This is an optimization exercise on Yosys and OpenROAD, whose aim is small area, a short achievable clock period and few clock cycles per item, not a production implementation.
At most, simulation tests tie the RTL to the original design; equivalence was not proved.
Only the layout flow was run in run 4; the RTL was not checked for function there.
Power and IR drop assume default switching activity.

==> flow/design.v <==
module damask_ga (
    input  wire        clk,
    input  wire        rst,         
    input  wire        start,       
    input  wire [47:0] acc,         
    input  wire [7:0]  dks,         
    input  wire [3:0]  cls,         
    input  wire [15:0] age_gmax,    
    input  wire        age_en,      
    output reg         dec_rd,      
    output reg  [3:0]  dec_cls,     
    output reg  [5:0]  dec_idx,     
    input  wire [15:0] dec_data,    
    output reg         done,        
    output reg  [15:0] ga,          
    output reg         age_cap      
);
    localparam I_IDLE = 0, I_STR = 1, I_INT = 2, I_FAR = 3, I_DIV = 4, I_CAP = 5;
    reg [5:0]  st;
    reg [4:0]  c;        
    reg [1:0]  pa;       
    reg        pz;       
    reg [7:0]  dk;       
    reg [7:0]  R;        
    reg [17:0] W;        
    reg        odd;      
    reg [16:0] L;        
    reg [15:0] X;        
    reg [15:0] dd;       
    reg        eq;       
    reg        stop_d;   
    reg f_lin, f_int, f_c14, f_c10, f_c18, f_late, f_c26;
    reg f_int1, f_int3, f_int10, f_far2, f_div0, f_last, g;
    wire in_idle = st[I_IDLE];
    wire in_str  = st[I_STR];
    wire in_int  = st[I_INT];
    wire in_far  = st[I_FAR];
    wire in_div  = st[I_DIV];
    wire in_cap  = st[I_CAP];
    wire [4:0]  ci   = in_idle ? 5'd0 : c;
    wire [55:0] accx = {7'd0, acc, 1'b0};               
    wire [6:0]  nzb;                                     
    genvar gi;
    generate for (gi = 0; gi < 7; gi = gi + 1) begin : NZ
        assign nzb[gi] = |accx[8*gi +: 8];
    end endgenerate
    wire [2:0]  cb   = ci[4:2];
    wire [7:0]  B    = (cb < 3'd7) ? accx[8*cb +: 8] : 8'd0;
    wire [7:0]  Bs   = B >> {ci[1:0], 1'b0};
    wire [6:0]  nzab = nzb >> cb;                        
    wire        abv  = |nzab[6:1];
    wire        pz_n = ~(|Bs | abv) | ~(|dks);
    wire far_early = (|acc[47:42] & dks[7])
                   | (|acc[47:43] & |dks[7:6])
                   | (|acc[47:44] & |dks[7:5])
                   | (|acc[47:45] & |dks[7:4])
                   | (|acc[47:46] & |dks[7:3])
                   | ( acc[47]    & |dks[7:2]);
    wire [9:0] sumR = {2'b0, R} + (pa[0] ? {2'b0, dk} : 10'd0)
                                + (pa[1] ? {1'b0, dk, 1'b0} : 10'd0);
    wire       stop  = pz & (R == 8'd0);       
    wire       odd_n = W[17];
    wire [1:0] m2    = odd_n ? W[16:15] : W[15:14];
    wire [2:0] cj    = c[2:0] - 3'd3;            
    wire [5:0] j     = {cj, odd_n, m2};
    wire lin_now  = in_str & f_c18 & stop;
    wire str_late = in_str & f_late;
    wire str_far  = str_late & (stop ? (j == 6'd63) : f_c26);
    wire str_int  = str_late & stop & (j != 6'd63);
    wire tail     = in_str & f_c14 & stop_d;
    wire [1:0] fb = f_lin ? W[17:16] : (odd ? W[2:1] : W[1:0]);
    wire [15:0] s0 = fb[0] ? dd : X;
    wire [15:0] s1 = fb[1] ? dd : X;
    wire [18:0] sumL = {2'b0, L} + {3'b0, s0} + {2'b0, s1, 1'b0};
    wire [16:0] Lstep = sumL[18:2];
    wire signed [15:0] u  = {~L[15], L[14:0]};
    wire signed [15:0] u8 = u >>> 8;
    wire [16:0] Ltail = f_c10 ? {1'b0, L[15], {15{~L[15]}}}
                              : {1'b0, ~u8[15], u8[14:0]};
    wire [16:0] Lload = in_idle ? 17'd32768
                      : f_int3  ? {1'b0, dd} + 17'd8192
                      : f_far2  ? {1'b0, dec_data}
                      : L;
    wire [16:0] Lnext = tail ? Ltail : (f_lin | f_int) ? Lstep : Lload;
    wire        l_end = lin_now | f_int10 | f_far2;
    wire [16:0] V    = L;
    wire [16:0] x1   = {X, ga[15]};
    wire [17:0] d1   = {1'b0, x1} - {1'b0, V};
    wire        q1   = ~d1[17];
    wire [15:0] r1   = q1 ? d1[15:0] : x1[15:0];
    wire        sat  = f_div0 & (V <= 17'd8192);
    wire        gt   = eq & q1 & ~g;
    wire        eq2  = eq & (q1 == g);
    wire        xit  = in_div & (sat | gt);
    reg [5:0] st_n;
    reg [4:0] c_n;
    always @(*) begin
        st_n = st;
        c_n  = c + 5'd1;
        if (rst) begin
            st_n = 6'd1 << I_IDLE;
            c_n  = 5'd0;
        end else begin
            if (in_idle) begin
                c_n = 5'd1;
                if (start & age_en)
                    st_n = far_early ? (6'd1 << I_FAR) : (6'd1 << I_STR);
            end
            if (in_str) begin
                if (str_far)      begin st_n = 6'd1 << I_FAR; c_n = 5'd1; end
                else if (str_int) begin st_n = 6'd1 << I_INT; c_n = 5'd1; end
                else if (lin_now) begin st_n = 6'd1 << I_DIV; c_n = 5'd0; end
                else if (tail)    c_n = c + (f_c10 ? 5'd8 : 5'd4);
            end
            if (in_int & f_int10) begin st_n = 6'd1 << I_DIV; c_n = 5'd0; end
            if (in_far & f_far2)  begin st_n = 6'd1 << I_DIV; c_n = 5'd0; end
            if (in_div & (xit | (f_last & ~eq2))) st_n = 6'd1 << I_IDLE;
            if (in_div & f_last & eq2 & ~xit)      st_n = 6'd1 << I_CAP;
            if (in_cap)                            st_n = 6'd1 << I_IDLE;
        end
    end
    wire n_str = ~rst & ((in_idle & start & age_en & ~far_early)
               | (in_str & ~str_far & ~str_int & ~lin_now));
    wire n_int = ~rst & ((in_str & str_int) | (in_int & ~f_int10));
    wire n_far = ~rst & ((in_idle & start & age_en & far_early)
               | (in_str & str_far) | (in_far & ~f_far2));
    wire n_div = ~rst & ((in_str & lin_now) | (in_int & f_int10)
               | (in_far & f_far2) | (in_div & ~f_last));
    always @(posedge clk) begin
        st <= st_n;
        c  <= c_n;
        f_lin   <= n_str & (c_n >= 5'd6) & (c_n <= 5'd18);
        f_int   <= n_int & (c_n >= 5'd4);
        f_c14   <= n_str & (c_n <= 5'd14);
        f_c10   <= (c_n <= 5'd10);
        f_c18   <= n_str & (c_n == 5'd18);
        f_late  <= n_str & (c_n >= 5'd19);
        f_c26   <= (c_n == 5'd26);
        f_int1  <= n_int & (c_n == 5'd1);
        f_int3  <= n_int & (c_n == 5'd3);
        f_int10 <= n_int & (c_n == 5'd10);
        f_far2  <= n_far & (c_n == 5'd2);
        f_div0  <= n_div & (c_n == 5'd0);
        f_last  <= n_div & (c_n == 5'd15);
        g       <= age_gmax[4'd15 - c_n[3:0]];
        done    <= 1'b0;
        dec_rd  <= ~rst;
        dec_cls <= cls;
        dd      <= dec_data;
        dk      <= dks;
        pa      <= {B[{ci[1:0], 1'b1}], B[{ci[1:0], 1'b0}]};
        pz      <= pz_n;
        R       <= in_str ? sumR[9:2] : 8'd128;
        L       <= Lnext;
        stop_d  <= stop & in_str;
        eq      <= in_div ? eq2 : 1'b1;
        if ((in_str & ~(str_late & stop)) | f_int)
            W <= {sumR[1:0], W[17:2]};
        if (in_str & str_int)
            odd <= odd_n;
        if (in_idle)
            X <= 16'd32768;
        else if (in_div)
            X <= r1;
        else if (f_c18 | in_far | f_int10)
            X <= 16'd8192;
        else if (f_int3)
            X <= dd;
        if (in_div)
            ga <= (gt | sat) ? age_gmax : {ga[14:0], q1};
        else if (in_cap)
            ga <= age_gmax;
        else if (l_end)
            ga <= {1'b0, Lnext[15:1]};
        else
            ga <= 16'd16384;
        if (in_div & (sat | gt))
            age_cap <= 1'b1;
        else if (in_cap)
            age_cap <= ({X, 1'b0} > V);
        else
            age_cap <= 1'b0;
        if (in_idle)
            dec_idx <= (start & far_early) ? 6'd63 : 6'd0;
        else if (in_str)
            dec_idx <= str_far ? 6'd63 : str_int ? j : 6'd0;
        else if (f_int1)
            dec_idx <= dec_idx + 6'd1;
        if (rst)
            done <= 1'b0;
        else
            done <= (in_idle & start & ~age_en) | xit
                  | (in_div & f_last & ~eq2) | in_cap;
    end
endmodule
==> flow/run.sh <==
#!/bin/bash
# synth_recipe.tcl (not shown) runs the flow's synth.tcl, then flattens the netlist and writes it again
# the make line also repeats each setting of config.mk as NAME=value (left out here)
make -C /OpenROAD-flow-scripts/flow DESIGN_CONFIG=/design/flow/config.mk WORK_HOME=/design/flow/orfs CLKGATE_MAP_FILE= SYNTH_SCRIPT=/design/flow/synth_recipe.tcl finish
==> flow/config.mk <==
export PLATFORM = sky130hd
export DESIGN_NAME = damask_ga
export DESIGN_NICKNAME = damask_ga
export VERILOG_FILES = /design/flow/design.v
export SDC_FILE = /design/flow/constraint.sdc
export NUM_CORES = 4
export LEC_CHECK = 0
export CAP_MARGIN = 20
export CORE_MARGIN = 2
export CORE_UTILIZATION = 65
export CTS_CLUSTER_DIAMETER = 60
export CTS_CLUSTER_SIZE = 12
export PLACE_DENSITY = 0.85
export SLEW_MARGIN = 20
==> flow/constraint.sdc <==
create_clock -name core_clock -period 12.0 [get_ports {clk}]
set_input_delay 2.4000 -clock core_clock [delete_from_list [all_inputs] [get_ports {clk}]]
set_output_delay 2.4000 -clock core_clock [all_outputs]
set_load 0.01 [all_outputs]
==> impl_metrics.env, run 1 <==
export IMPL_setup_viol_count_final=0
export IMPL_gp_congestion=0.976
export IMPL_critical_path_required_ns=12.34
export IMPL_dieArea_um2=16400
export IMPL_drive_above_1_share_pct=6.11
export IMPL_gr_usage_all_layers_pct=36.7
export IMPL_cts_sinks=143
export IMPL_h_tree_depth=4
export IMPL_synth_ff_latch_count=143
export IMPL_slew_headroom_pct=31.4
export IMPL_path_clk_slew_ns=0.07
export IMPL_pre_cts_slack_ns=7.25
export IMPL_area_growth_pct=18.5
export IMPL_dp_hpwl_um=22500
export IMPL_fin_tns_setup_ns=0
export IMPL_slew_violations=0
export IMPL_rows=45
export IMPL_async_flop_share_pct=0
export IMPL_finish_utilization_pct=78.5
export IMPL_ys_seq_area_share_pct=31.2
export IMPL_synth_enable_flop_cells=27
export IMPL_clock_fmax_ghz=0.211
export IMPL_p_leak_nw=4.80
export IMPL_fin_nets=1447
export IMPL_rsz0062_at_grt="false"
export IMPL_clk_latency_ns=0.44
export IMPL_final_hold_violation_count=0
export IMPL_initial_core_util_pct=66.2
export IMPL_synthTopCellsByCount="dfxtp_1 (116), nand2_1 (109), inv_1 (101), nor2_1 (87), o21ai_0 (73)"
export IMPL_max_cap_violations=0
export IMPL_routedWlPerCell_um=19.9
export IMPL_grt_max_degree=43
export IMPL_die_x_um=128
export IMPL_synth_area_um2=10000
export IMPL_fillerInstances=1093
export IMPL_holdPathStages=0
export IMPL_drc=0
export IMPL_antenna_found_initial=0
export IMPL_core_area_um2=15100
export IMPL_grt_overflow=0
export IMPL_yosysMostFrequentCell="dfxtp_1"
export IMPL_totalPowerFinal_w=0.00160
export IMPL_post_cts_resized=0
export IMPL_grt_pass1_wl_um=47300
export IMPL_vias=9754
export IMPL_synth_cell_type_count=84
export IMPL_cts_tree="yes"
export IMPL_ys_warn_count=1
export IMPL_setup_slack_ns=7.27
export IMPL_critical_path_class="reg2reg"
export IMPL_cts_setup_buffers=0
export IMPL_finClkSkew_ns=0.0107
export IMPL_ioPinCount=125
export IMPL_crit_path_start_kind="register"
export IMPL_syn_area_per_cell_um2=8.49
export IMPL_synth_top_area_cell="dfxtp_1"
export IMPL_min_period_ns=4.73
export IMPL_n_antenna_cell=0
export IMPL_viasPerCell=6.59
export IMPL_first_iter_violations=1038
export IMPL_grt_pass1_vias=9123
export IMPL_path_max_fanout=15
export IMPL_synth_flop_cell="dfxtp_1"
export IMPL_die_y_um=128
export IMPL_antenna_left=0
export IMPL_yosysTopAreaCellShare_pct=23.1
export IMPL_clockBufferDepth=2
export IMPL_power_density_nw_per_um2=135
export IMPL_routed_wirelength_um=29500
export IMPL_syn_inst=1181
export IMPL_cp_arrival_ns=5.07
export IMPL_portBuffers=124
export IMPL_synth_area_top_cells="dfxtp_1 (23%), edfxtp_1 (8.1%), mux2i_1 (6.5%), ha_1 (5.7%), fa_1 (5.2%)"
export IMPL_fin_crit_sh_pct=39.4
export IMPL_hp_class="reg2reg"
export IMPL_peakVddDrop_uv=116
export IMPL_worstRegToRegCells=16
export IMPL_drt_first_pass_iters=7
export IMPL_ctsHoldBuffers=0
export IMPL_end_kind="register"
export IMPL_synth_fp_nets=1349
export IMPL_status="complete, no violations"
export IMPL_cts_buffers=17
export IMPL_worst_slew_pin_slew_ns=1.03
export IMPL_root_buffer="clkbuf_16"
## area by class of cell
| cell class | count | area, µm² | area share, % |
|---|---|---|---|
| Tap cell | 188 | 235 | 1.98 |
| Multi-Input combinational cell | 881 | 6260 | 52.7 |
| Sequential cell | 143 | 3130 | 26.4 |
| Clock buffer | 18 | 439 | 3.69 |
| Timing Repair Buffer | 133 | 1310 | 11.0 |
| Clock inverter | 14 | 119 | 1.00 |
| Inverter | 103 | 387 | 3.25 |
## per-stage QoR
stage               hold slack [ns]  instances  area, µm²
detailed placement            0.406       1447      11300
floorplan                     0.400       1181      10000
global route                  0.434       1480      11900
finish                        0.417       1480      11900
CTS                           0.423       1479      11900
global placement              0.403       1447      11300
## where the power goes
group / switching (W) / internal [W] / leakage, nW
sequential: 0.0000364 / 0.000520 / 1.20
clock: 0.000237 / 0.000276 / 0.277
combinational: 0.000300 / 0.000231 / 3.32
total: 0.000574 / 0.00103 / 4.80
## final timing paths
| path | from | to | slack, ns |
|---|---|---|---|
| setup / recovery | f_lin | ga[14] | 7.27 |
| setup reg to reg | f_lin | ga[14] | 7.27 |
| hold reg to reg | W[8] | W[6] | 0.42 |
| hold / removal | W[8] | W[6] | 0.42 |
## cell families (layout without fill, tap and decap cells)
family	after synthesis	after routing	synth area share, %
multiplexers	83	83	8.62
AO/OA/AOI/OAI	320	320	21.5
AND/OR/NAND/NOR	368	368	17.9
adder cells (fa/ha/maj)	72	72	10.9
buffers and inverters	157	268	6.49
XOR/XNOR	38	38	3.32
flip-flops	143	143	31.2
## worst max-delay path, cell delays in order, from the launching register on
cell      delay [ns]
dfxtp_1         0.55
nor2b_1         0.23
a21o_1          0.63
mux2_2          0.43
fa_1            0.51
nand2_1         0.07
a21oi_1         0.17
inv_1           0.10
fa_1            0.38
nor2b_1         0.21
o31a_1          0.23
o211ai_1        0.16
a21boi_0        0.28
nor2b_1         0.13
mux2i_1         0.16
nand3_1         0.16
a222oi_1        0.24
## metal layers
layer | up-vias | wire length (µm) | GRT usage (%)
li1 | 4509 | - | -
met1 | 4575 | 12200 | 51.6
met2 | 595 | 13500 | 57.5
met3 | 75 | 2960 | 5.26
met4 | 0 | 836 | 13.7
met5 | - | 0 | 0
## placed cells by master (no fill, tap or decap), drive strengths merged, types with 24 or more instances in the layout
cell and n:
ha 46, edfxtp 27, o21ai 78, clkdlybuf4s50 124, nor2 89, xnor2 27, fa 26, nand3 24
dfxtp 116, mux2i 65, inv 110, nor3 41, a21oi 67, nand2 110
## state kept, by name, summed over array words and instances (netlist names), 5 cells and up
| register | cells |
|---|---|
| ga | 16 |
| dec_idx | 6 |
| st | 6 |
| X | 16 |
| W | 18 |
| dk | 8 |
| R | 8 |
| dd | 16 |
| L | 17 |
| c | 5 |
Testbench counts, summed over its fixed seeds: cycles 503,262, lamps 16,000.
==> inputs of run 2 (changes only) <==
==> flow/flow/run.sh (new file) <==
#!/bin/bash
# Standard layout, with the timing repair steps asked for more setup slack
# than the design's period needs (the clock and constraints are unchanged).
set -euo pipefail
export SETUP_SLACK_MARGIN=${MARGIN:-8}
bash standard.sh > standard.log 2>&1
==> flow/standard.sh (new file) <==
#!/bin/bash
# synth_recipe.tcl (not shown) runs the flow's synth.tcl, then flattens the netlist and writes it again
# the make line also repeats each setting of config.mk as NAME=value (left out here)
make -C /OpenROAD-flow-scripts/flow DESIGN_CONFIG=/design/flow/config.mk WORK_HOME=/design/flow/orfs CLKGATE_MAP_FILE= SYNTH_SCRIPT=/design/flow/synth_recipe.tcl "${@:-finish}"
--- a/flow/config.mk
+++ b/flow/config.mk
@@ -8,7 +8,6 @@
 export CAP_MARGIN = 20
 export CORE_MARGIN = 2
-export CORE_UTILIZATION = 65
+export CORE_UTILIZATION = 40
 export CTS_CLUSTER_DIAMETER = 60
 export CTS_CLUSTER_SIZE = 12
-export PLACE_DENSITY = 0.85
 export SLEW_MARGIN = 20
removed: flow/run.sh
==> impl_metrics.env, run 2 <==
export IMPL_status="complete, no violations"
export IMPL_cts_tree="yes"
export IMPL_cp_arrival_ns=4.34
export IMPL_post_dp_cell_area_um2=11500
export IMPL_synth_top_area_cell="dfxtp_1"
export IMPL_switching_power_w=0.000604
export IMPL_drc=0
export IMPL_synthTopCellsByCount="dfxtp_1 (116), nand2_1 (109), inv_1 (101), nor2_1 (87), o21ai_0 (73)"
export IMPL_routed_wirelength_um=31900
export IMPL_dieArea_um2=26400
export IMPL_p_leak_nw=4.96
export IMPL_grt_max_degree=34
export IMPL_viasPerCell=5.83
export IMPL_drt_first_pass_iters=5
export IMPL_path_max_fanout=3
export IMPL_dp_hpwl_um=24200
export IMPL_totalPowerFinal_w=0.00166
export IMPL_core_area_um2=24500
export IMPL_peakVddDrop_uv=94.2
export IMPL_end_kind="register"
export IMPL_min_period_ns=3.96
export IMPL_async_flop_share_pct=0
export IMPL_switching_share_pct=36.3
export IMPL_dpl_cell_count=1586
export IMPL_critical_path_class="in2reg"
export IMPL_root_buffer="clkbuf_16"
export IMPL_ctsHoldBuffers=0
export IMPL_final_cell_mix="clkdlybuf4s50_1 (116), dfxtp_1 (115), nand2_1 (108), inv_1 (100), nor2_1 (82)"
export IMPL_first_iter_violations=1045
export IMPL_gp_congestion=0.954
export IMPL_p_clk_share_pct=33.6
export IMPL_drive_above_1_share_pct=10.7
export IMPL_routedWlPerCell_um=19.6
export IMPL_rows=57
export IMPL_top_register="W"
export IMPL_die_y_um=162
export IMPL_slew_violations=0
export IMPL_synth_enable_flop_cells=27
export IMPL_critical_path_required_ns=12.38
export IMPL_synth_flop_cell="dfxtp_1"
export IMPL_grt_pass1_vias=9049
export IMPL_grt_pass1_wl_um=49600
export IMPL_p_seq_share_pct=33.9
export IMPL_antenna_found_initial=0
export IMPL_finClkSkew_ns=0.0162
export IMPL_vias=9485
export IMPL_yosysTopAreaCellShare_pct=23.1
export IMPL_synth_area_um2=10000
export IMPL_fin_crit_sh_pct=33.0
export IMPL_yosysMostFrequentCell="dfxtp_1"
export IMPL_fin_nets=1458
export IMPL_syn_area_per_cell_um2=8.49
export IMPL_antenna_left=0
export IMPL_path_clk_slew_ns=0.07
export IMPL_initial_core_util_pct=41.0
export IMPL_synth_fp_nets=1349
export IMPL_clockBufferDepth=2
export IMPL_area_growth_pct=24.4
export IMPL_max_cap_violations=0
export IMPL_grt_overflow=0
export IMPL_power_frac_comb_pct=32.5
export IMPL_syn_inst=1181
export IMPL_slew_headroom_pct=41.4
export IMPL_ys_warn_count=1
export IMPL_fillerInstances=2356
export IMPL_ioPinCount=125
export IMPL_clock_fmax_ghz=0.252
export IMPL_clk_latency_ns=0.44
export IMPL_rsz0062_at_grt="true"
export IMPL_power_density_nw_per_um2=133
export IMPL_portBuffers=124
export IMPL_largest_register_ffs=18
export IMPL_reg_largest_list="W: 18 flops, L: 17 flops"
export IMPL_cts_buffers=17
export IMPL_setup_viol_count_final=0
export IMPL_mostFrequentLayoutCell="clkdlybuf4s50_1"
export IMPL_synth_cell_type_count=84
export IMPL_internal_power_w=0.00106
export IMPL_die_x_um=162
export IMPL_synth_ff_latch_count=143
export IMPL_fin_area_um2=12500
export IMPL_ys_seq_area_share_pct=31.2
export IMPL_crit_path_start_kind="input port"
export IMPL_cts_sinks=143
export IMPL_final_hold_violation_count=0
export IMPL_hp_class="reg2reg"
export IMPL_fin_tns_setup_ns=0
export IMPL_stdcell_count=1627
export IMPL_worst_slew_pin_slew_ns=0.878
export IMPL_synth_area_top_cells="dfxtp_1 (23%), edfxtp_1 (8.1%), mux2i_1 (6.5%), ha_1 (5.7%), fa_1 (5.2%)"
export IMPL_gr_usage_all_layers_pct=24.0
export IMPL_n_antenna_cell=0
export IMPL_h_tree_depth=4
## run 2: cell count changes in the layout (fill, tap and decap cells not counted), sizes merged
| cell | delta |
|---|---|
| clkinv | -2 |
| inv | +3 |
| clkinvlp | -1 |
| clkdlybuf4s15 | +2 |
| bufinv | +1 |
| dlygate4sd2 | +1 |
| buf | +11 |
| clkdlybuf4s50 | -8 |
| dlymetal6s2s | +5 |
| clkbuf | -1 |
## run 2: cells by family (layout without fill, tap and decap cells)
| family | count (synthesis) | in the layout | synth area share [%] |
|---|---|---|---|
| AOI/OAI and AO/OA | 320 | 320 | 21.5 |
| adders and majority gates | 72 | 72 | 10.9 |
| muxes | 83 | 83 | 8.62 |
| xor gates and xnor gates | 38 | 38 | 3.32 |
| and+or+nand+nor | 368 | 368 | 17.9 |
| buffers and inverters | 157 | 279 | 6.49 |
| DFF | 143 | 143 | 31.2 |
## run 2: routing by layer
metal | up-vias | wire length (µm) | global-route usage [%] | share of wire, %
li1 | 4518 | - | - | -
met1 | 4516 | 14200 | 32.1 | 44
met2 | 386 | 14600 | 38.7 | 46
met3 | 65 | 2150 | 4.56 | 6.7
met4 | 0 | 924 | 9.01 | 2.9
met5 | - | 0 | 0 | 0
## run 2: path summary, 6_finish.rpt
kind | from | endpoint | slack (ns) | cells after the start
worst max-delay path | acc[21] | pz | 8.04 | 7
worst min-delay path | W[12] | W[10] | 0.42 | 0
worst min register to register | W[12] | W[10] | 0.42 | 0
worst max register to register | odd | ga[14] | 8.09 | 15
## run 2: area by class of cell
cell class | count | area [µm²] | share of cell area, %
multi-input cells | 881 | 6530 | 52.3
flip-flops and latches | 143 | 3130 | 25.1
repair buffers | 144 | 1420 | 11.3
clock buffers | 17 | 425 | 3.41
well taps | 324 | 405 | 3.25
inverters | 103 | 387 | 3.10
clock inverters | 15 | 183 | 1.46
## run 2: critical path, cell delays in order
cell and delay [ns]:
clkdlybuf4s50_1 0.44, a221o_1 0.34, a22oi_2 0.18, nor2_2 0.07
or3_1 0.34, a222oi_1 0.35, a32o_1 0.22
## run 2: power groups by stage
| stage | registers [W] | clock network [W] | logic (W) |
|---|---|---|---|
| 2_1_floorplan | 0.000554 | 0 | 0.000386 |
| 3_3_place_gp | 0.000573 | 0 | 0.000516 |
| 3_5_place_dp | 0.000573 | 0 | 0.000517 |
| 4_1_cts | 0.000562 | 0.000565 | 0.000524 |
| 5_1_grt | 0.000568 | 0.000585 | 0.000595 |
| 6_report | 0.000564 | 0.000559 | 0.000540 |
## run 2: per-stage QoR
step	hold slack [ns]	worst slack (ns)	util, %
global placement	0.405	7.26	47.0
floorplan	0.400	8.01	-
global route	0.425	7.85	51.0
finish	0.420	8.04	51.0
CTS	0.418	7.98	50.0
detailed placement	0.405	7.22	47.0
## run 2: what timing repair did
item                       CTS  global route
setup endpoints to repair   43            36
buffers inserted             5             4
resized for setup           24            54
pin swaps                   12            33
==> inputs of run 3 (changes only) <==
==> flow/flow/run.sh (replaced) <==
#!/bin/bash
# Standard layout with two changes to how it is made (the clock and the
# constraints are unchanged):
#  - the timing repair steps aim for more setup slack than the period needs;
#  - the port buffers are plain buffers instead of the delay cells that
#    buffer_ports picks by default.
set -euo pipefail
export SETUP_SLACK_MARGIN=${MARGIN:-8.3}
export BUFFER_PORTS_ARGS="-buffer_cell sky130_fd_sc_hd__buf_2"
bash standard.sh > standard.log 2>&1
--- a/flow/config.mk
+++ b/flow/config.mk
@@ -8,5 +8,5 @@
 export CAP_MARGIN = 20
 export CORE_MARGIN = 2
-export CORE_UTILIZATION = 40
+export CORE_UTILIZATION = 50
 export CTS_CLUSTER_DIAMETER = 60
 export CTS_CLUSTER_SIZE = 12
==> impl_metrics.env, run 3 <==
export IMPL_antenna_found_initial=0
export IMPL_fin_crit_sh_pct=31.8
export IMPL_grt_pass1_vias=9034
export IMPL_drive_above_1_share_pct=22.3
export IMPL_grt_max_degree=39
export IMPL_r2r_setup_slack_ns=8.20
export IMPL_path_clk_slew_ns=0.06
export IMPL_synth_area_top_cells="dfxtp_1 (23%), edfxtp_1 (8.1%), mux2i_1 (6.5%), ha_1 (5.7%), fa_1 (5.2%)"
export IMPL_synth_flop_cell="dfxtp_1"
export IMPL_max_cap_violations=0
export IMPL_ys_warn_count=1
export IMPL_synth_area_um2=10000
export IMPL_first_iter_violations=849
export IMPL_dieArea_um2=21200
export IMPL_yosysTopAreaCellShare_pct=23.1
export IMPL_status="complete, no violations"
export IMPL_routedWlPerCell_um=20.3
export IMPL_reg_largest_list="W: 18 flops, L: 17 flops"
export IMPL_fin_nets=1464
export IMPL_async_flop_share_pct=0
export IMPL_rows=51
export IMPL_worstRegToRegCells=15
export IMPL_vias=9502
export IMPL_synth_top_area_cell="dfxtp_1"
export IMPL_clk_latency_ns=0.44
export IMPL_cts_sinks=143
export IMPL_regToRegEndpoint="ga[2]"
export IMPL_multi_input_area_um2=6680
export IMPL_die_y_um=146
export IMPL_seqCellArea_um2=3130
export IMPL_p_leak_nw=5.00
export IMPL_drt_first_pass_iters=6
export IMPL_n_antenna_cell=0
export IMPL_gp_congestion=0.938
export IMPL_end_kind="register"
export IMPL_slew_violations=0
export IMPL_final_cell_mix="buf_2 (122), dfxtp_1 (115), nand2_1 (108), inv_1 (98), nor2_1 (82)"
export IMPL_critical_path_class="in2reg"
export IMPL_ioPinCount=125
export IMPL_min_period_ns=3.81
export IMPL_ys_seq_area_share_pct=31.2
export IMPL_slew_headroom_pct=27.8
export IMPL_root_buffer="clkbuf_16"
export IMPL_syn_area_per_cell_um2=8.49
export IMPL_synth_cell_type_count=84
export IMPL_holdPathStages=0
export IMPL_cts_buffers=17
export IMPL_h_tree_depth=4
export IMPL_cts_tree="yes"
export IMPL_cp_arrival_ns=4.19
export IMPL_drc=0
export IMPL_top_register="W"
export IMPL_finish_utilization_pct=61.2
export IMPL_initial_core_util_pct=51.2
export IMPL_hp_start="W[10]"
export IMPL_grt_pass1_wl_um=50400
export IMPL_rsz0062_at_grt="true"
export IMPL_antenna_left=0
export IMPL_crit_path_start_kind="input port"
export IMPL_worst_slew_pin_slew_ns=1.08
export IMPL_synth_fp_nets=1349
export IMPL_final_hold_violation_count=0
export IMPL_fillerInstances=1780
export IMPL_fin_tns_setup_ns=0
export IMPL_finClkSkew_ns=0.0115
export IMPL_r2r_start="odd"
export IMPL_portBuffers=124
export IMPL_hold_end="W[8]"
export IMPL_largest_register_ffs=18
export IMPL_routed_wirelength_um=32000
export IMPL_grt_overflow=0
export IMPL_power_density_nw_per_um2=138
export IMPL_clockBufferDepth=2
export IMPL_setup_viol_count_final=0
export IMPL_clock_fmax_ghz=0.262
export IMPL_syn_inst=1181
export IMPL_path_max_fanout=3
export IMPL_synth_enable_flop_cells=27
export IMPL_peakVddDrop_uv=96.1
export IMPL_synthTopCellsByCount="dfxtp_1 (116), nand2_1 (109), inv_1 (101), nor2_1 (87), o21ai_0 (73)"
export IMPL_area_growth_pct=19.5
export IMPL_core_area_um2=19600
export IMPL_mostFrequentLayoutCell="buf_2"
export IMPL_die_x_um=146
export IMPL_dp_hpwl_um=24200
export IMPL_critical_path_required_ns=12.38
export IMPL_hp_class="reg2reg"
export IMPL_gr_usage_all_layers_pct=30.1
export IMPL_viasPerCell=6.04
export IMPL_synth_ff_latch_count=143
export IMPL_yosysMostFrequentCell="dfxtp_1"
## run 3: cell types whose count changed in the layout (fill, tap and decap cells not counted), moves of 3 or more
cell and change:
buf_2 +122, buf_4 +3, buf_6 +5, clkdlybuf4s50_1 -116, dlymetal6s2s_1 -5, ha_1 -4
ha_4 +3, mux2i_1 -4, mux2i_2 +5, o21ai_0 -5, o21ai_1 +3, xnor2_1 -3
xnor2_2 +3
## run 3: cells by family after synthesis
family | synth area share (%)
adders and majority gates | 10.9
buffers and inverters | 6.49
and+or+nand+nor | 17.9
muxes | 8.62
DFF | 31.2
xor gates and xnor gates | 3.32
AOI/OAI and AO/OA | 21.5
## run 3: report_power, final
group	internal (W)	switching, W	leakage, nW	total (W)
registers	0.000520	0.0000398	1.20	0.000560
logic	0.000224	0.000315	3.50	0.000540
clock network	0.000305	0.000254	0.300	0.000558
## run 3: critical path, stage by stage
cell and delay [ns]:
buf_2 0.11, mux2_2 0.26, a221o_1 0.31, a22oi_2 0.14, nor2_2 0.08, or3_1 0.30, a222oi_1 0.37, a32o_1 0.21
## run 3: what timing repair did
action	CTS	global route
pin swaps	21	43
setup endpoints to repair	44	43
setup buffers	12	4
resized for setup	41	51
hold buffers	0	0
## run 3: how the worst max path moves through the flow
| stage | startpoint | endpoint | slack [ns] |
|---|---|---|---|
| floorplan | acc[29] | pz | 8.04 |
| global placement | odd | ga[8] | 7.59 |
| detailed placement | f_lin | ga[8] | 7.49 |
| CTS | acc[29] | pz | 8.21 |
| global route | odd | ga[14] | 7.99 |
| finish | acc[29] | pz | 8.19 |
## run 3: final cells by class
cell class / count / area share, %
clock buffers: 18 / 3.66
clock inverters: 14 / 1.39
well taps: 265 / 2.77
flip-flops and latches: 143 / 26.1
multi-input cells: 881 / 55.7
inverters: 103 / 3.22
repair buffers: 150 / 7.11
## run 3: per-stage QoR
step                power [W]  instance area, µm²  hold WS, ns  setup slack (ns)  instances
finish                0.00166               12000        0.420              8.19       1574
global route          0.00174               12000        0.428              7.99       1574
CTS                   0.00164               11700        0.422              8.21       1570
detailed placement    0.00107               10800        0.406              7.49       1526
global placement      0.00107               10800        0.401              7.59       1526
floorplan            0.000942               10100        0.400              8.04       1181
## run 3: layer usage
metal  vias up  track usage [%]  part of all wire (%)
met2       399             46.2                    45
met5         -                0                     0
met1      4534             44.3                    47
li1       4529                -                     -
met4         0             6.67                   1.4
met3        40             5.33                   7.5
==> inputs of run 4 (changes only) <==
--- a/flow/design.v
+++ b/flow/design.v
@@ -26,10 +26,10 @@
     reg        odd;      
     reg [16:0] L;        
-    reg [15:0] X;        
+    reg [17:0] X;        
     reg [15:0] dd;       
     reg        eq;       
     reg        stop_d;   
     reg f_lin, f_int, f_c14, f_c10, f_c18, f_late, f_c26;
-    reg f_int1, f_int3, f_int10, f_far2, f_div0, f_last, g;
+    reg f_int1, f_int3, f_int10, f_far2, f_div0, f_last, g, g2;
     wire in_idle = st[I_IDLE];
     wire in_str  = st[I_STR];
@@ -70,6 +70,6 @@
     wire tail     = in_str & f_c14 & stop_d;
     wire [1:0] fb = f_lin ? W[17:16] : (odd ? W[2:1] : W[1:0]);
-    wire [15:0] s0 = fb[0] ? dd : X;
-    wire [15:0] s1 = fb[1] ? dd : X;
+    wire [15:0] s0 = fb[0] ? dd : X[15:0];
+    wire [15:0] s1 = fb[1] ? dd : X[15:0];
     wire [18:0] sumL = {2'b0, L} + {3'b0, s0} + {2'b0, s1, 1'b0};
     wire [16:0] Lstep = sumL[18:2];
@@ -84,13 +84,16 @@
     wire [16:0] Lnext = tail ? Ltail : (f_lin | f_int) ? Lstep : Lload;
     wire        l_end = lin_now | f_int10 | f_far2;
-    wire [16:0] V    = L;
-    wire [16:0] x1   = {X, ga[15]};
-    wire [17:0] d1   = {1'b0, x1} - {1'b0, V};
-    wire        q1   = ~d1[17];
-    wire [15:0] r1   = q1 ? d1[15:0] : x1[15:0];
-    wire        sat  = f_div0 & (V <= 17'd8192);
-    wire        gt   = eq & q1 & ~g;
-    wire        eq2  = eq & (q1 == g);
+    wire [17:0] V    = {1'b0, L};
+    wire [17:0] t1   = {X[16:0], ga[15]} + (X[17] ? V : ~V) + {17'd0, ~X[17]};
+    wire        q1   = ~t1[17];
+    wire [17:0] t2   = {t1[16:0], ga[14]} + (t1[17] ? V : ~V) + {17'd0, ~t1[17]};
+    wire        q2   = ~t2[17];
+    wire        sat  = f_div0 & (L <= 17'd8192);
+    wire        eq1  = eq & (q1 == g);
+    wire        gt   = (eq & q1 & ~g) | (eq1 & q2 & ~g2);
+    wire        eq2  = eq1 & (q2 == g2);
     wire        xit  = in_div & (sat | gt);
+    wire [17:0] tc   = {X[16:0], 1'b0} + (X[17] ? V : ~V) + {17'd0, ~X[17]};
+    wire        capq = ~tc[17] & (|tc);
     reg [5:0] st_n;
     reg [4:0] c_n;
@@ -142,6 +145,7 @@
         f_far2  <= n_far & (c_n == 5'd2);
         f_div0  <= n_div & (c_n == 5'd0);
-        f_last  <= n_div & (c_n == 5'd15);
-        g       <= age_gmax[4'd15 - c_n[3:0]];
+        f_last  <= n_div & (c_n == 5'd7);
+        g       <= age_gmax[{3'd7 - c_n[2:0], 1'b1}];
+        g2      <= age_gmax[{3'd7 - c_n[2:0], 1'b0}];
         done    <= 1'b0;
         dec_rd  <= ~rst;
@@ -160,13 +164,13 @@
             odd <= odd_n;
         if (in_idle)
-            X <= 16'd32768;
+            X <= 18'd32768;
         else if (in_div)
-            X <= r1;
+            X <= t2;
         else if (f_c18 | in_far | f_int10)
-            X <= 16'd8192;
+            X <= 18'd8192;
         else if (f_int3)
-            X <= dd;
+            X <= {2'b0, dd};
         if (in_div)
-            ga <= (gt | sat) ? age_gmax : {ga[14:0], q1};
+            ga <= (gt | sat) ? age_gmax : {ga[13:0], q1, q2};
         else if (in_cap)
             ga <= age_gmax;
@@ -178,5 +182,5 @@
             age_cap <= 1'b1;
         else if (in_cap)
-            age_cap <= ({X, 1'b0} > V);
+            age_cap <= capq;
         else
             age_cap <= 1'b0;
==> flow/flow/run.sh (replaced) <==
#!/bin/bash
# Standard layout, with the timing repair steps asked for more setup slack
# than the design's period needs (the clock and constraints are unchanged).
set -euo pipefail
export SETUP_SLACK_MARGIN=${MARGIN:-8.3}
bash standard.sh > standard.log 2>&1
==> impl_metrics.env, run 4 <==
export IMPL_synth_flop_cell="dfxtp_1"
export IMPL_rows=56
export IMPL_top_usage_layer="met2"
export IMPL_drc=0
export IMPL_clockBufferDepth=2
export IMPL_synth_cell_type_count=95
export IMPL_drive_above_1_share_pct=23.5
export IMPL_initial_core_util_pct=50.6
export IMPL_critPathSlowestCell="dfxtp_4"
export IMPL_yosysTopAreaCellShare_pct=20.2
export IMPL_worst_slew_pin_slew_ns=1.19
export IMPL_gr_usage_all_layers_pct=32.9
export IMPL_fin_nets=1775
export IMPL_fin_crit_sh_pct=40.9
export IMPL_r2r_start="X[17]"
export IMPL_hp_start="W[6]"
export IMPL_hold_end="W[4]"
export IMPL_viasPerCell=6.07
export IMPL_vias=11600
export IMPL_critical_path_required_ns=12.31
export IMPL_die_y_um=158
export IMPL_clock_fmax_ghz=0.204
export IMPL_peakVddDrop_uv=83.8
export IMPL_ys_seq_area_share_pct=27.1
export IMPL_max_cap_violations=0
export IMPL_cts_sinks=146
export IMPL_hp_class="reg2reg"
export IMPL_routedWlPerCell_um=21.9
export IMPL_power_density_nw_per_um2=87.8
export IMPL_cts_buffers=17
export IMPL_n_antenna_cell=0
export IMPL_synth_area_top_cells="dfxtp_1 (20%), edfxtp_1 (6.9%), ha_1 (6.7%), mux2i_1 (6.1%), xnor2_1 (5.0%)"
export IMPL_synth_top_area_cell="dfxtp_1"
export IMPL_grt_util_met3_pct=5.37
export IMPL_grt_max_degree=43
export IMPL_grt_overflow=0
export IMPL_holdPathStages=0
export IMPL_path_max_fanout=6
export IMPL_async_flop_share_pct=0
export IMPL_regToRegEndpoint="done"
export IMPL_syn_inst=1414
export IMPL_crit_chain="buf_16, xnor2_4, ha_4, nand4_4, a2111oi_4, buf_4, a211oi_4, o2bb2ai_4, nor2_4, buf_12, xnor2_2, ha_1, a21o_1, a21oi_2, o21bai_2, a221o_1, a221oi_2, o21ai_4, mux2_4, buf_8, o41ai_4, a21oi_1"
export IMPL_critical_path_max_stage_delay_ns=0.40
export IMPL_status="complete, no violations"
export IMPL_slew_headroom_pct=20.2
export IMPL_grt_pass1_vias=11200
export IMPL_rsz0062_at_grt="true"
export IMPL_fin_tns_setup_ns=0
export IMPL_antenna_found_initial=0
export IMPL_dpl_cell_count=1795
export IMPL_drt_first_pass_iters=7
export IMPL_root_buffer="clkbuf_16"
export IMPL_cp_arrival_ns=5.22
export IMPL_ys_warn_count=1
export IMPL_crit_path_start_kind="register"
export IMPL_antenna_left=0
export IMPL_dp_hpwl_um=30900
export IMPL_min_period_ns=4.91
export IMPL_path_clk_slew_ns=0.07
export IMPL_syn_area_per_cell_um2=8.35
export IMPL_final_hold_violation_count=0
export IMPL_die_x_um=158
export IMPL_fillerInstances=1866
export IMPL_gr_usage_met1_pct=39.2
export IMPL_synth_area_um2=11800
export IMPL_critical_path_class="reg2reg"
export IMPL_first_iter_violations=1006
export IMPL_setup_viol_count_final=0
export IMPL_h_tree_depth=4
export IMPL_final_cell_mix="nand2_1 (126), dfxtp_1 (108), inv_1 (107), nor2_1 (92), buf_4 (76)"
export IMPL_synth_ff_latch_count=146
export IMPL_p_leak_nw=6.44
export IMPL_post_dp_cell_area_um2=13300
export IMPL_portBuffers=124
export IMPL_ioPinCount=125
export IMPL_totalPowerFinal_w=0.00141
export IMPL_synth_enable_flop_cells=27
export IMPL_slew_violations=0
export IMPL_cts_tree="yes"
export IMPL_synth_fp_nets=1601
export IMPL_finish_utilization_pct=68.8
export IMPL_clk_latency_ns=0.44
export IMPL_grt_pass1_wl_um=62000
export IMPL_core_area_um2=23300
export IMPL_synthTopCellsByCount="nand2_1 (134), dfxtp_1 (119), inv_1 (111), nor2_1 (100), a21oi_1 (98)"
export IMPL_area_growth_pct=35.9
export IMPL_gp_congestion=0.933
export IMPL_end_kind="register"
export IMPL_routed_wirelength_um=42000
export IMPL_worstRegToRegCells=22
export IMPL_yosysMostFrequentCell="nand2_1"
export IMPL_dieArea_um2=24800
export IMPL_met2_usage_pct=59.6
export IMPL_finClkSkew_ns=0.0141
export IMPL_stdcell_count=1920
export IMPL_mostFrequentLayoutCell="nand2_1"
export IMPL_r2r_setup_slack_ns=7.09
export IMPL_reg_largest_list="W: 18 flops, X: 18 flops, L: 17 flops"
export IMPL_fin_area_um2=16000
[run 4: routing by layer]
layer	share of wire, %	vias to the layer above
met4	3.4	0
met5	0	-
met1	40	5640
met3	5.4	100
li1	-	5450
met2	51	456
[run 4: kinds of logic after synthesis]
kind of cell	synth area share, %
AND/OR/NAND/NOR	17.9
AO/OA/AOI/OAI	22.8
buffers and inverters	6.13
flip-flops	27.1
XOR/XNOR	7.65
adder cells (fa/ha/maj)	11.4
multiplexers	7.02
[run 4: worst max path at each step]
| stage | start | to | cells past startpoint |
|---|---|---|---|
| 2_1_floorplan | X[17] | st[3] | 22 |
| 3_3_place_gp | X[17] | ga[13] | 19 |
| 3_5_place_dp | X[17] | ga[13] | 19 |
| 4_1_cts | X[17] | st[3] | 20 |
| 5_1_grt | X[17] | done | 22 |
| 6_report | X[17] | done | 22 |
[run 4: layout make-up]
| type | instances | area (µm²) | area share (%) |
|---|---|---|---|
| Clock inverter | 15 | 144 | 0.897 |
| Tap cell | 319 | 399 | 2.49 |
| Multi-Input combinational cell | 1091 | 9360 | 58.3 |
| Sequential cell | 146 | 3210 | 20.0 |
| Inverter | 111 | 417 | 2.60 |
| Clock buffer | 17 | 425 | 2.65 |
| Timing Repair Buffer | 221 | 2080 | 13.0 |
[run 4: metrics by stage]
step	setup slack [ns]	hold WS (ns)
global route	6.97	0.437
CTS	7.19	0.426
floorplan	6.91	0.400
detailed placement	6.32	0.407
finish	7.09	0.423
global placement	6.41	0.405
[run 4: critical path: cells and delay by family, from the launching register on]
family / cells / cell delay, ns
AND/OR/NAND/NOR: 2 / 0.20
AO/OA/AOI/OAI: 11 / 2.27
flip-flops: 1 / 0.40
XOR/XNOR: 2 / 0.28
multiplexers: 1 / 0.34
buffers and inverters: 4 / 0.66
adder cells (fa/ha/maj): 2 / 0.61
[run 4: what timing repair did]
item	in CTS	in global routing
setup buffers	66	23
gates cloned	4	0
pin swaps	110	78
hold buffers	0	0
hold endpoints to repair	0	0
resized for setup	254	115
setup endpoints to repair	105	77
[run 4: power breakdown]
part           internal (W)  switching, W
combinational      0.000169      0.000185
clock              0.000275      0.000250
sequential         0.000514     0.0000153
total              0.000958      0.000450

[separate check: timing with driven ports]
The results above use ideal ports. As a check the final layouts listed here were re-extracted and re-timed, cells and wires unchanged.
Step 1 (the two cells are an assumption about what drives the block):
set clk [get_ports {clk}]
set_driving_cell -lib_cell sky130_fd_sc_hd__clkbuf_16 $clk
set_driving_cell -lib_cell sky130_fd_sc_hd__buf_2 [delete_from_list [all_inputs] $clk]
Step 2 moves the port delays by t, midway between the first and last clock arrival at a register: inputs arrive t later, outputs are due t later. That takes back most of the time a late clock gives input paths.
Three values: ideal ports, drivers, drivers and shift; two values: the first two.
| run | t, ns | setup WS [ns] | worst setup path after step 2 | worst slew at a driven data input, ns |
|---|---|---|---|---|
| run 1 | 0.480 | 7.270 / 7.270 / 7.139 | input to register | 0.06 |
| run 2 | 0.480 | 8.039 / 8.057 / 7.577 | input to register | 0.05 |
| run 3 | 0.484 | 8.187 / 8.200 / 7.733 | input to register | 0.05 |
| run 4 | 0.481 | 7.090 / 7.090 / 7.090 | register to register | 0.07 |
After both steps every run listed still meets setup and hold. For run 2, which loses most, drivers alone change the setup slack by +0.018 ns; drivers and shift together by -0.462 ns.
